What follows belongs to an exercise in optimizing a design on an open flow for small area and a short achievable clock period; a production flow would make more cautious choices.
In this exercise RTL edits were held to simulation tests only and were not proved equivalent to the original.
No activity file was given, so power comes from the tool's default toggle rates.

$ cat design/flow/config.mk
export PLATFORM = sky130hd
export DESIGN_NAME = chk_unit
export DESIGN_NICKNAME = chk_unit
export VERILOG_FILES = /design/flow/design.v
export SDC_FILE = /design/flow/constraint.sdc
export NUM_CORES = 8
export LEC_CHECK = 0
export CAP_MARGIN = 20
export CORE_MARGIN = 2
export CORE_UTILIZATION = 40
export SLEW_MARGIN = 20
$ cat design/flow/design.v
module chk_unit (
    input  wire        clk,
    input  wire        rst,
    input  wire        in_valid,
    input  wire        in_first,
    input  wire        in_last,
    input  wire [2:0]  in_code,
    input  wire [63:0] in_data,
    input  wire [3:0]  in_nbytes,
    input  wire [2:0]  in_tail,
    output reg         out_valid,
    output reg  [31:0] out_value
);
    reg [63:0] d_r;
    reg        v_r, f_r, l_r;
    reg [2:0]  nb_r, t_r;
    reg [2:0]  code_q;      
    reg        busy_q;      
    always @(posedge clk) begin
        d_r  <= in_data;
        f_r  <= in_first & in_valid;
        l_r  <= in_last;
        nb_r <= in_nbytes[2:0];
        t_r  <= in_tail;
        v_r  <= in_valid & ~rst;
        if (in_valid & in_first) code_q <= in_code;
    end
    wire take = v_r & (f_r | busy_q);
    wire last = take & l_r;
    wire refl = (code_q == 3'd2) | (code_q == 3'd3) | (code_q == 3'd5);
    reg [63:0] mo;
    integer by, bi;
    always @(*)
        for (by = 0; by < 8; by = by + 1)
            for (bi = 0; bi < 8; bi = bi + 1)
                mo[8*by+bi] = refl ? d_r[8*by+bi] : d_r[8*by+7-bi];
    reg  [31:0] s_q;
    reg  [31:0] preset;
    always @(*)
        case (code_q)
            3'd0: preset = 32'h4800_0000;
            3'd1: preset = 32'hFFFF_0000;
            3'd2: preset = 32'hC6C6_0000;
            3'd3: preset = 32'hFFFF_0000;
            3'd4: preset = 32'h0000_0000;
            default: preset = 32'hFFFF_FFFF;
        endcase
    wire [31:0] s_in = f_r ? preset : s_q;
    reg [63:0] u0;
    integer q;
    always @(*) begin
        u0 = mo;
        for (q = 0; q < 32; q = q + 1) u0[q] = mo[q] ^ s_in[31-q];
    end
    wire [2:0] pb = last ? (3'd0 - nb_r) : 3'd0;
    wire [2:0] pt = last ? (3'd0 - t_r)  : 3'd0;
    wire [5:0] p  = {pb, pt};
    wire [63:0] u = take ? (u0 << p) : 64'd0;    
    wire [5:0] nneg = 6'd0 - p;                   
    wire ov_on = ~take | (last & (p > 6'd32));
    wire [4:0] nsh = take ? nneg[4:0] : 5'd0;
    wire [31:0] ov = ov_on ? (s_in << nsh) : 32'd0;
    wire t0 = u[11] ^ u[12];
    wire t1 = u[13] ^ u[3];
    wire t2 = u[10] ^ u[39];
    wire t3 = u[16] ^ u[38];
    wire t4 = u[34] ^ u[5];
    wire t5 = u[37] ^ u[8];
    wire t6 = u[35] ^ u[6];
    wire t7 = u[32] ^ u[9];
    wire t8 = u[4] ^ u[48];
    wire t9 = u[0] ^ u[15];
    wire t10 = u[47] ^ u[54];
    wire t11 = u[14] ^ u[36];
    wire t12 = u[19] ^ u[57];
    wire t13 = u[46] ^ u[7];
    wire t14 = u[18] ^ u[49];
    wire t15 = u[55] ^ u[59];
    wire t16 = u[50] ^ u[58];
    wire t17 = u[2] ^ u[40];
    wire t18 = u[26] ^ u[53];
    wire t19 = u[17] ^ u[51];
    wire t20 = u[25] ^ u[52];
    wire t21 = u[56] ^ u[60];
    wire t22 = u[21] ^ u[41];
    wire t23 = u[1] ^ u[45];
    wire t24 = u[24] ^ u[31];
    wire t25 = u[22] ^ u[42];
    wire t26 = u[29] ^ t1;
    wire t27 = u[33] ^ t2;
    wire t28 = u[30] ^ u[61];
    wire t29 = u[23] ^ u[43];
    wire t30 = u[20] ^ u[62];
    wire t31 = u[28] ^ u[63];
    wire t32 = u[27] ^ t10;
    wire t33 = u[44] ^ t5;
    wire t34 = t0 ^ t15;
    wire t35 = t17 ^ t4;
    wire t36 = t3 ^ t7;
    wire t37 = u[30] ^ t11;
    wire t38 = u[50] ^ t12;
    wire t39 = u[11] ^ t14;
    wire t40 = t13 ^ t8;
    wire t41 = u[33] ^ t9;
    wire t42 = t22 ^ t6;
    wire t43 = u[1] ^ t19;
    wire t44 = u[26] ^ t31;
    wire t45 = u[39] ^ u[63];
    wire t46 = u[14] ^ u[44];
    wire t47 = u[8] ^ t21;
    wire t48 = u[9] ^ t18;
    wire t49 = u[31] ^ t9;
    wire t50 = u[0] ^ u[12];
    wire t51 = u[35] ^ u[56];
    wire t52 = u[27] ^ u[54];
    wire t53 = u[13] ^ u[2];
    wire t54 = t0 ^ t25;
    wire t55 = t24 ^ t30;
    wire t56 = u[10] ^ t16;
    wire t57 = u[15] ^ u[57];
    wire t58 = u[53] ^ t23;
    wire t59 = u[52] ^ t33;
    wire t60 = u[41] ^ t6;
    wire t61 = u[18] ^ t26;
    wire t62 = u[5] ^ u[62];
    wire t63 = u[49] ^ u[61];
    wire t64 = u[22] ^ t20;
    wire t65 = u[24] ^ t12;
    wire t66 = u[32] ^ u[60];
    wire t67 = u[45] ^ t41;
    wire t68 = u[21] ^ u[59];
    wire t69 = u[58] ^ u[7];
    wire t70 = t1 ^ t29;
    wire t71 = u[17] ^ u[40];
    wire t72 = u[20] ^ u[55];
    wire t73 = t21 ^ t3;
    wire t74 = u[19] ^ u[28];
    wire t75 = u[6] ^ t16;
    wire t76 = t36 ^ t58;
    wire t77 = u[43] ^ t37;
    wire t78 = u[3] ^ t17;
    wire t79 = u[51] ^ t5;
    wire t80 = t10 ^ t27;
    wire t81 = u[16] ^ t44;
    wire t82 = t26 ^ t38;
    wire t83 = u[25] ^ u[45];
    wire t84 = u[46] ^ t32;
    wire t85 = t62 ^ t83;
    wire t86 = u[23] ^ t18;
    wire t87 = u[38] ^ t7;
    wire t88 = u[44] ^ t15;
    wire t89 = t28 ^ t29;
    wire t90 = t16 ^ t2;
    wire t91 = u[1] ^ u[34];
    wire t92 = t4 ^ t48;
    wire t93 = u[11] ^ u[4];
    wire t94 = u[15] ^ u[19];
    wire t95 = t23 ^ t8;
    wire t96 = u[33] ^ u[41];
    wire t97 = u[29] ^ u[34];
    wire t98 = u[25] ^ u[43];
    wire t99 = t14 ^ t35;
    wire t100 = u[51] ^ u[7];
    wire t101 = u[4] ^ t20;
    wire t102 = u[32] ^ t24;
    wire t103 = u[4] ^ t27;
    wire t104 = u[10] ^ t28;
    wire t105 = u[3] ^ u[36];
    wire t106 = t104 ^ t40;
    wire t107 = t105 ^ t39;
    wire t108 = t19 ^ t88;
    wire t109 = t4 ^ t66;
    wire t110 = u[17] ^ u[62];
    wire t111 = t50 ^ t53;
    wire t112 = u[33] ^ t25;
    wire t113 = u[56] ^ u[8];
    wire t114 = u[9] ^ t69;
    wire t115 = t22 ^ t34;
    wire t116 = u[47] ^ u[48];
    wire t117 = t42 ^ t45;
    wire t118 = u[31] ^ u[46];
    wire t119 = t31 ^ t7;
    wire t120 = u[29] ^ t74;
    wire t121 = t35 ^ t55;
    wire t122 = u[23] ^ t28;
    wire t123 = t32 ^ t33;
    wire t124 = u[12] ^ u[36];
    wire t125 = u[0] ^ u[54];
    wire t126 = u[16] ^ u[57];
    wire t127 = t11 ^ t126;
    wire t128 = u[47] ^ t57;
    wire t129 = t0 ^ t47;
    wire t130 = u[20] ^ u[49];
    wire t131 = t49 ^ t59;
    wire t132 = u[34] ^ u[39];
    wire t133 = u[37] ^ u[42];
    wire t134 = t46 ^ t51;
    wire t135 = u[15] ^ t34;
    wire t136 = u[24] ^ t26;
    wire t137 = u[2] ^ t13;
    wire t138 = u[32] ^ t23;
    wire t139 = u[37] ^ t11;
    wire t140 = u[18] ^ t9;
    wire t141 = u[2] ^ t36;
    wire t142 = u[35] ^ u[63];
    wire t143 = t12 ^ t18;
    wire t144 = t4 ^ t61;
    wire t145 = t10 ^ t101;
    wire t146 = t13 ^ t81;
    wire t147 = t43 ^ t82;
    wire t148 = u[55] ^ t85;
    wire t149 = u[56] ^ t38;
    wire t150 = t102 ^ t5;
    wire t151 = u[44] ^ t87;
    wire t152 = t106 ^ t21;
    wire t153 = u[13] ^ u[6];
    wire t154 = u[18] ^ t3;
    wire t155 = t45 ^ t67;
    wire t156 = t65 ^ t89;
    wire t157 = u[4] ^ t111;
    wire t158 = t110 ^ t46;
    wire t159 = t25 ^ t47;
    wire t160 = t29 ^ t90;
    wire t161 = u[61] ^ t30;
    wire t162 = t112 ^ t114;
    wire t163 = t113 ^ t20;
    wire t164 = u[61] ^ t54;
    wire t165 = t116 ^ t72;
    wire t166 = t117 ^ t92;
    wire t167 = u[0] ^ u[30];
    wire t168 = u[40] ^ t119;
    wire t169 = u[60] ^ t30;
    wire t170 = u[16] ^ u[59];
    wire t171 = u[3] ^ t52;
    wire t172 = u[45] ^ t19;
    wire t173 = t0 ^ t90;
    wire t174 = u[21] ^ t123;
    wire t175 = u[35] ^ t31;
    wire t176 = u[49] ^ u[7];
    wire t177 = t1 ^ t122;
    wire t178 = t176 ^ t177;
    wire t179 = u[13] ^ u[5];
    wire t180 = u[22] ^ u[59];
    wire t181 = u[30] ^ t79;
    wire t182 = t124 ^ t6;
    wire t183 = t14 ^ t32;
    wire t184 = t125 ^ t27;
    wire t185 = t127 ^ t40;
    wire t186 = t184 ^ t53;
    wire t187 = t7 ^ t75;
    wire t188 = u[31] ^ t56;
    wire t189 = u[44] ^ t128;
    wire t190 = u[5] ^ t42;
    wire t191 = u[43] ^ t34;
    wire t192 = t191 ^ t35;
    wire t193 = u[11] ^ u[19];
    wire t194 = u[42] ^ t47;
    wire t195 = u[51] ^ u[6];
    wire t196 = t77 ^ t95;
    wire t197 = u[12] ^ u[31];
    wire t198 = t108 ^ t96;
    wire t199 = t132 ^ t197;
    wire t200 = u[32] ^ u[40];
    wire t201 = t39 ^ t85;
    wire t202 = t52 ^ t57;
    wire t203 = u[29] ^ t2;
    wire t204 = t133 ^ t71;
    wire t205 = t18 ^ t63;
    wire t206 = u[28] ^ u[47];
    wire t207 = u[55] ^ t20;
    wire t208 = t206 ^ t70;
    wire t209 = t37 ^ t8;
    wire t210 = t135 ^ t84;
    wire t211 = u[28] ^ t22;
    wire t212 = u[20] ^ t107;
    wire t213 = u[27] ^ t137;
    wire t214 = u[42] ^ t67;
    wire t215 = u[26] ^ u[48];
    wire t216 = t54 ^ t60;
    wire t217 = u[14] ^ t33;
    wire t218 = t93 ^ t98;
    wire t219 = u[38] ^ t11;
    wire t220 = u[42] ^ t59;
    wire t221 = t121 ^ t219;
    wire t222 = t68 ^ t70;
    wire t223 = u[39] ^ t139;
    wire t224 = t223 ^ t43;
    wire t225 = t5 ^ t73;
    wire t226 = u[17] ^ u[37];
    wire t227 = u[28] ^ t99;
    wire t228 = u[52] ^ t6;
    wire t229 = u[58] ^ t91;
    wire t230 = t100 ^ t77;
    wire t231 = u[13] ^ t56;
    wire t232 = u[27] ^ t8;
    wire t233 = t20 ^ t44;
    wire t234 = u[24] ^ t48;
    wire t235 = t11 ^ t50;
    wire t236 = t24 ^ t80;
    wire t237 = t40 ^ t74;
    wire t238 = t13 ^ t76;
    wire t239 = t118 ^ t130;
    wire t240 = t140 ^ t78;
    wire t241 = u[46] ^ u[55];
    wire t242 = u[48] ^ t19;
    wire [31:0] r32;
    wire [15:0] r16;
    wire [7:0] r8;
    wire [4:0] r5;
    assign r32[0] = t141 ^ t142 ^ t143 ^ t144 ^ t49 ^ t79 ^ t80;
    assign r32[1] = t145 ^ t146 ^ t147 ^ t2 ^ t37 ^ t50 ^ t51 ^ t62;
    assign r32[2] = u[6] ^ t0 ^ t103 ^ t148 ^ t149 ^ t150 ^ t44 ^ t63 ^ t84;
    assign r32[3] = t107 ^ t148 ^ t151 ^ t152 ^ t24 ^ t52 ^ t86;
    assign r32[4] = t108 ^ t109 ^ t153 ^ t154 ^ t155 ^ t156 ^ t64 ^ t8;
    assign r32[5] = u[34] ^ t142 ^ t157 ^ t158 ^ t159 ^ t160 ^ t48 ^ t65 ^ t68;
    assign r32[6] = u[57] ^ t115 ^ t14 ^ t161 ^ t162 ^ t163 ^ t3 ^ t70 ^ t91;
    assign r32[7] = t164 ^ t165 ^ t166 ^ t24 ^ t61 ^ t69 ^ t71 ^ t73;
    assign r32[8] = t101 ^ t118 ^ t167 ^ t168 ^ t169 ^ t19 ^ t34 ^ t42 ^ t61 ^ t86;
    assign r32[9] = u[8] ^ t120 ^ t121 ^ t170 ^ t171 ^ t172 ^ t173 ^ t28 ^ t64;
    assign r32[10] = u[0] ^ u[1] ^ t109 ^ t16 ^ t174 ^ t175 ^ t178 ^ t24 ^ t93;
    assign r32[11] = t169 ^ t179 ^ t180 ^ t181 ^ t182 ^ t183 ^ t29 ^ t36 ^ t40 ^ t45 ^ t94;
    assign r32[12] = u[62] ^ u[63] ^ t164 ^ t172 ^ t185 ^ t186 ^ t187 ^ t68;
    assign r32[13] = t1 ^ t129 ^ t188 ^ t189 ^ t190 ^ t30 ^ t63 ^ t76;
    assign r32[14] = u[14] ^ u[9] ^ t12 ^ t130 ^ t131 ^ t152 ^ t192;
    assign r32[15] = t114 ^ t15 ^ t193 ^ t194 ^ t195 ^ t196 ^ t61 ^ t80;
    assign r32[16] = t133 ^ t146 ^ t198 ^ t199 ^ t75 ^ t94;
    assign r32[17] = t200 ^ t201 ^ t202 ^ t3 ^ t75 ^ t77 ^ t96;
    assign r32[18] = t102 ^ t134 ^ t179 ^ t203 ^ t204 ^ t205 ^ t57 ^ t8;
    assign r32[19] = u[41] ^ u[9] ^ t199 ^ t207 ^ t208 ^ t209 ^ t73;
    assign r32[20] = u[35] ^ u[38] ^ t112 ^ t136 ^ t17 ^ t181 ^ t210;
    assign r32[21] = u[54] ^ t137 ^ t138 ^ t139 ^ t173 ^ t211 ^ t86 ^ t97;
    assign r32[22] = u[29] ^ u[39] ^ t123 ^ t138 ^ t195 ^ t212 ^ t35 ^ t64 ^ t81 ^ t94;
    assign r32[23] = u[50] ^ t110 ^ t119 ^ t136 ^ t174 ^ t185 ^ t91 ^ t98;
    assign r32[24] = u[16] ^ t113 ^ t182 ^ t205 ^ t208 ^ t213 ^ t214 ^ t55;
    assign r32[25] = t109 ^ t122 ^ t207 ^ t213 ^ t215 ^ t216 ^ t23 ^ t46 ^ t94;
    assign r32[26] = u[15] ^ u[60] ^ t117 ^ t180 ^ t217 ^ t218 ^ t65 ^ t76 ^ t78;
    assign r32[27] = u[1] ^ u[56] ^ t140 ^ t2 ^ t220 ^ t221 ^ t222 ^ t69;
    assign r32[28] = u[38] ^ t12 ^ t157 ^ t162 ^ t224 ^ t60 ^ t72 ^ t89;
    assign r32[29] = u[1] ^ u[36] ^ t125 ^ t144 ^ t200 ^ t225 ^ t38 ^ t42 ^ t54;
    assign r32[30] = u[20] ^ u[36] ^ u[53] ^ u[7] ^ t103 ^ t115 ^ t226 ^ t227 ^ t49 ^ t51;
    assign r32[31] = t171 ^ t193 ^ t209 ^ t228 ^ t229 ^ t27 ^ t36 ^ t71 ^ t72;
    assign r16[0] = u[5] ^ t115 ^ t131 ^ t175 ^ t230;
    assign r16[1] = u[40] ^ u[42] ^ t230 ^ t231 ^ t30 ^ t52 ^ t6 ^ t93 ^ t97;
    assign r16[2] = u[12] ^ u[28] ^ u[42] ^ t27 ^ t60 ^ t63 ^ t82 ^ t92;
    assign r16[3] = t129 ^ t20 ^ t227 ^ t232 ^ t87 ^ t96;
    assign r16[4] = u[11] ^ u[26] ^ u[3] ^ u[40] ^ u[47] ^ u[7] ^ t15 ^ t150 ^ t232 ^ t27 ^ t43;
    assign r16[5] = u[3] ^ u[46] ^ u[51] ^ t10 ^ t135 ^ t141 ^ t160 ^ t190 ^ t217 ^ t233;
    assign r16[6] = u[49] ^ u[9] ^ t13 ^ t202 ^ t218 ^ t221 ^ t231 ^ t25 ^ t58 ^ t79;
    assign r16[7] = t149 ^ t178 ^ t220 ^ t234 ^ t235 ^ t27 ^ t42 ^ t95;
    assign r16[8] = u[0] ^ u[36] ^ t100 ^ t129 ^ t151 ^ t165 ^ t26 ^ t29 ^ t60 ^ t64 ^ t99;
    assign r16[9] = u[21] ^ u[50] ^ t192 ^ t236 ^ t237 ^ t25 ^ t43 ^ t5 ^ t6;
    assign r16[10] = u[23] ^ u[42] ^ t103 ^ t167 ^ t212 ^ t22 ^ t238 ^ t32 ^ t4 ^ t75;
    assign r16[11] = u[10] ^ u[17] ^ u[22] ^ u[29] ^ u[5] ^ t143 ^ t239 ^ t59 ^ t60 ^ t67 ^ t78 ^ t8 ^ t87;
    assign r16[12] = u[16] ^ u[19] ^ u[25] ^ u[34] ^ u[41] ^ u[47] ^ t240 ^ t34 ^ t45 ^ t51 ^ t7 ^ t95;
    assign r16[13] = u[11] ^ u[38] ^ u[8] ^ t158 ^ t229 ^ t236 ^ t240 ^ t241;
    assign r16[14] = u[14] ^ u[57] ^ t186 ^ t226 ^ t238 ^ t89;
    assign r16[15] = u[29] ^ t124 ^ t131 ^ t153 ^ t21 ^ t25 ^ t76;
    assign r8[0] = u[10] ^ u[23] ^ u[47] ^ u[57] ^ t100 ^ t134 ^ t136 ^ t168 ^ t214 ^ t39 ^ t72;
    assign r8[1] = u[43] ^ u[8] ^ t13 ^ t155 ^ t183 ^ t216 ^ t242 ^ t38 ^ t55 ^ t78 ^ t97;
    assign r8[2] = u[2] ^ u[24] ^ u[48] ^ t147 ^ t166 ^ t241 ^ t28 ^ t3 ^ t30 ^ t9;
    assign r8[3] = u[12] ^ u[14] ^ u[23] ^ u[50] ^ t120 ^ t145 ^ t161 ^ t225 ^ t23 ^ t41 ^ t99;
    assign r8[4] = u[22] ^ u[24] ^ u[27] ^ u[53] ^ u[61] ^ t1 ^ t224 ^ t237 ^ t39 ^ t41 ^ t66 ^ t88;
    assign r8[5] = u[17] ^ u[2] ^ u[45] ^ t154 ^ t188 ^ t215 ^ t222 ^ t228 ^ t235 ^ t32 ^ t66;
    assign r8[6] = u[25] ^ u[30] ^ u[35] ^ u[37] ^ u[58] ^ t170 ^ t189 ^ t239 ^ t43 ^ t53 ^ t54 ^ t92;
    assign r8[7] = u[16] ^ u[46] ^ t0 ^ t163 ^ t196 ^ t22 ^ t41 ^ t56 ^ t65 ^ t97;
    assign r5[0] = u[1] ^ u[48] ^ t14 ^ t156 ^ t187 ^ t204 ^ t210 ^ t81;
    assign r5[1] = u[17] ^ u[41] ^ u[48] ^ u[58] ^ t127 ^ t159 ^ t201 ^ t203 ^ t49 ^ t84 ^ t86;
    assign r5[2] = u[13] ^ u[45] ^ t106 ^ t128 ^ t134 ^ t15 ^ t211 ^ t234 ^ t3 ^ t64 ^ t71;
    assign r5[3] = u[20] ^ t132 ^ t138 ^ t194 ^ t233 ^ t242 ^ t28 ^ t39 ^ t46 ^ t68 ^ t82;
    assign r5[4] = u[27] ^ u[7] ^ t111 ^ t116 ^ t120 ^ t14 ^ t198 ^ t55 ^ t56 ^ t73 ^ t98;
    reg [31:0] r;
    always @(*)
        case (code_q)
            3'd0: r = {r5, 27'd0};
            3'd4: r = {r8, 24'd0};
            3'd5: r = r32;
            default: r = {r16, 16'd0};
        endcase
    wire [31:0] s_next = r ^ ov;
    reg [31:0] fin;
    integer k;
    always @(*) begin
        fin = 32'd0;
        case (code_q)
            3'd0: fin[4:0]  = s_next[31:27];
            3'd1: fin[15:0] = ~s_next[31:16];
            3'd2: for (k = 0; k < 16; k = k + 1) fin[k] = s_next[31-k];
            3'd3: for (k = 0; k < 16; k = k + 1) fin[k] = ~s_next[31-k];
            3'd4: fin[7:0]  = s_next[31:24];
            default: for (k = 0; k < 32; k = k + 1) fin[k] = ~s_next[31-k];
        endcase
    end
    always @(posedge clk) begin
        s_q <= s_next;
        if (last) out_value <= fin;
        if (rst) begin
            busy_q    <= 1'b0;
            out_valid <= 1'b0;
        end else begin
            out_valid <= last;
            if (take) busy_q <= ~l_r;
        end
    end
endmodule
$ cat design/flow/constraint.sdc
create_clock -name core_clock -period 40.0 [get_ports {clk}]
set_input_delay 8.0000 -clock core_clock [delete_from_list [all_inputs] [get_ports {clk}]]
set_output_delay 8.0000 -clock core_clock [all_outputs]
set_load 0.01 [all_outputs]
$ cat design/flow/run.sh
#!/bin/bash
# synth_recipe.tcl (not shown) runs the flow's synth.tcl, then flattens the netlist and writes it again
# the make line also repeats each setting of config.mk as NAME=value (left out here)
make -C /OpenROAD-flow-scripts/flow DESIGN_CONFIG=/design/flow/config.mk WORK_HOME=/design/flow/orfs CLKGATE_MAP_FILE= SYNTH_SCRIPT=/design/flow/synth_recipe.tcl finish
==> run notes <==
cells in the final DEF, fill, tap and decap left out, types with 20 or more instances in the layout:
cell type        instances
a31oi_1                 28
mux2i_1                 94
a21oi_1                126
xnor3_1                 42
a21o_1                  29
edfxtp_1                35
mux2_2                  21
dfxtp_1                107
o22ai_1                 81
and2_1                  20
nor3_1                  54
buf_4                   49
clkdlybuf4s50_1        110
xnor2_1                466
o211ai_1                42
nand3_1                 97
a22oi_1                 33
nand2_1                249
nor2_1                 217
and3_1                  26
o21ai_0                121
xor2_1                 156
o21ai_1                 26
xnor2_2                 21
layer usage:
layer  vias up  global-route usage, %  share of wire, %
met4         2                  12.29               3.7
met5         -                      0             0.012
li1       9684                      -                 -
met2      1612                  55.70                41
met1     11030                  54.17                42
met3       241                  11.12                13
flip-flops by register name (all words and copies together) (netlist names):
name	count
busy_q	1
code_q	3
d_r	64
f_r	1
l_r	1
nb_r	3
out_valid	1
out_value	32
s_q	32
t_r	3
v_r	1
report_power, final:
part / switching [mW] / internal (mW)
clock network: 0.0763 / 0.0841
logic: 0.575 / 0.330
registers: 0.0109 / 0.174
total: 0.662 / 0.589
through the flow:
| step | power, mW | std cells | instance area (um^2) | worst slack (ns) |
|---|---|---|---|---|
| after floorplan | 0.7817 | 2686 | 21890 | 31.53 |
| after global placement | 1.055 | 3369 | 23430 | 30.94 |
| after detailed placement | 1.054 | 3369 | 23430 | 30.93 |
| after CTS | 1.220 | 3401 | 24010 | 30.60 |
| after global routing | 1.291 | 3401 | 24020 | 30.17 |
| final | 1.251 | 3402 | 24020 | 30.24 |
cell type report:
| type | instances | area (um^2) |
|---|---|---|
| sequential | 142 | 3193 |
| inverter | 23 | 86.33 |
| multi-input combinational | 2349 | 17820 |
| timing repair buffer | 159 | 1469 |
| fill | 5399 | 29900 |
| clock buffer | 18 | 439.2 |
| clock inverter | 14 | 135.1 |
| antenna | 1 | 2.502 |
| tap | 696 | 870.8 |
worst paths after layout:
| check | from | endpoint | depth (start not counted) |
|---|---|---|---|
| max | code_q[2] | out_value[12] | 20 |
| min | v_r | out_valid | 2 |
| max reg2reg | code_q[2] | out_value[12] | 20 |
| min reg2reg | v_r | out_valid | 2 |
worst reg2reg max path, stage by stage (launching register included):
cell and delay (ns):
edfxtp_1 0.32, buf_4 0.52, nand3b_4 0.72, nand2_2 1.00
mux2i_1 0.37, xnor2_1 0.85, o22ai_1 0.21, nor3_1 0.59
nand2_1 0.39, a211oi_2 0.77, o21ai_2 0.35, xnor2_1 1.04
xnor2_1 0.21, xnor3_1 0.42, xnor3_1 0.48, nor2_1 0.08
a221oi_2 0.45, nand3_1 0.23, nand2_1 0.17, a21oi_1 0.09
o221a_2 0.27
logic make-up after synthesis:
family          share of synthesized area, %
mux                                    6.163
xor+xnor                               33.74
buf+inv                                4.230
fa+ha+maj                             0.1715
flops                                  14.59
simple gates                           17.20
compound gates                         23.90
==> metrics.csv <==
stage;metric;value;unit
die;DIE AREA;56600;um^2
power_and_ir_drop;VDD IR-drop max;0.00003293;V
logic_synthesis;Synth cell types;126;
worst_setup_path;crit path kind;register to register;
timing;TNS Setup;0;ns
clocking;clock latency (worst-skew pair);0.46;ns
clocking;CTS tree;yes;
timing;final worst path period need;9.765;ns
logic_synthesis;Synth Flop Type;dfxtp_1;
clocking;setup repair bufs after CTS;0;
logic_synthesis;Avg Cell Area, Syn;8.148;um^2
job;Max Cap Viol;0;
worst_setup_path;Critical path buffers and inverters;1;
cells_and_area;post-layout util;44.55;%
timing;final setup fails;0;
clocking;TritonCTS buffer count;17;
min_path;Hold Crit Class;register to register;
routing;Via density;6.634;
timing;worst-margin pin slew;1.192;ns
logic_synthesis;count leader, synth;xnor2_1;
die;initial core utilization;40.59;%
worst_setup_path;crit path cell chain;buf_4, nand3b_4, nand2_2, mux2i_1, xnor2_1, o22ai_1, nor3_1, nand2_1, a211oi_2, o21ai_2, xnor2_1, xnor2_1, xnor3_1, xnor3_1, nor2_1, a221oi_2, nand3_1, nand2_1, a21oi_1, o221a_2;
routing;routed via count;22570;
global_route;Total Routing Usage GR;38.37;%
clocking;Worst-path clk slew;0.07;ns
worst_setup_path;r2r setup slk;30.24;ns
logic_synthesis;sequential area share after synthesis;14.59;%
worst_setup_path;Critical Path Fanout Max;60;
die;Top-Level Pins;112;
clocking;# H-tree levels;4;
timing;Final Cycle Share;24.41;%
logic_synthesis;asr flop ratio synth;0;%
clocking;post_cts resized;0;
placement;# port buffers;110;
logic_synthesis;synth cell count leaders;xnor2_1, nand2_1, nor2_1;
timing;Fin. Hold Viols;0;
clocking;Clock Path Buffers;2;
logic_synthesis;synth top area cells;xnor2_1, dfxtp_1, xor2_1;
timing;max-slew violations;0;
timing;f_max;102.4;MHz
worst_setup_path;family with the most delay on the worst path;simple AND/OR/NAND/NOR gates;
clocking;clk sink count;142;
die;die width;237.9;um
global_route;global-route wire length before repair;155.4;mm
routing;final WL;111.4;mm
logic_synthesis;area leader, netlist;xnor2_1;
cells_and_area;Syn-to-layout area delta;9.753;%
worst_setup_path;crit-path most repeated cell;xnor2_1;
routing;1st-iter DRT viols;3750;
routing;DRC errors left;0;
global_route;largest net degree at the start of global routing;70;
logic_synthesis;Net Count, Synth;2768;
die;die height;237.9;um
clocking;hold buffers post-CTS;0;
global_route;Overflow after GRT;0;
logic_synthesis;register bit total from synthesis;142;
placement;placed wire-length estimate;87.19;mm
logic_synthesis;number of synthesized flops with an enable pin;35;
logic_synthesis;top cell type's share of synthesized area;18.65;%
power_and_ir_drop;Lkg Pwr;8.822;nW
die;core area;53920;um^2
timing;Hold WS;0.6601;ns
worst_setup_path;Worst setup EP type;register;
logic_synthesis;Mapped Cells;2686;
timing;clock skew;0.01544;ns
worst_setup_path;Crit path arrival time;9.98;ns
worst_setup_path;slowest CP cell;xnor2_1;
routing;Final ANT Viol Nets;0;
clocking;CTS root buffer;clkbuf_16;
worst_setup_path;Critical Path Max Stage Delay;1.03;ns
worst_setup_path;WP data required;40.21;ns
logic_synthesis;Post-Syn Area;21890;um^2
routing;wire length per cell;32.73;um
logic_synthesis;Synth warnings;1;
die;Std-Cell Rows;85;
outcome;run status;timing/DRC/antenna clean;
placement;GPL Wtd Cong;1.046;
power_and_ir_drop;Power per Cell Area;52.07;nW/um^2
cells_and_area;share of post-route cells with drive strength above 1;10.17;%
cells_and_area;# nets final;2774;
timing;Max-slew headroom;20.03;%
timing;RSZ-0062 raised after global routing;false;
worst_setup_path;startpoint types;register;
global_route;antenna violations before repair;1;
routing;drt first pass iters;8;
global_route;vias in the first global route;20620;

==> what the ideal ports hide <==
The results above use ideal ports. As a check the final layout listed here was re-extracted and re-timed, cells and wires unchanged. Step 1 assumes that a clkbuf_16 drives the clock port and a buf_2 every other input. Step 2 times the ports against the registers' clock, not the clock port: input delays grow and output delays shrink by t, the midpoint of the rising clock arrivals with the driver on. Slacks: ideal / step 1 / step 2; pairs: ideal / step 1.
t (ns): 0.512
setup WS [ns]: 30.235 / 30.235 / 30.235
worst setup path at the end: register to register
worst data-port slew with drivers (ns): 0.04
cell pins on the clock port's net: 1
After both steps this run still meets setup and hold. For this run, drivers alone change the setup slack by 0.000 ns; drivers and shift together by 0.000 ns.
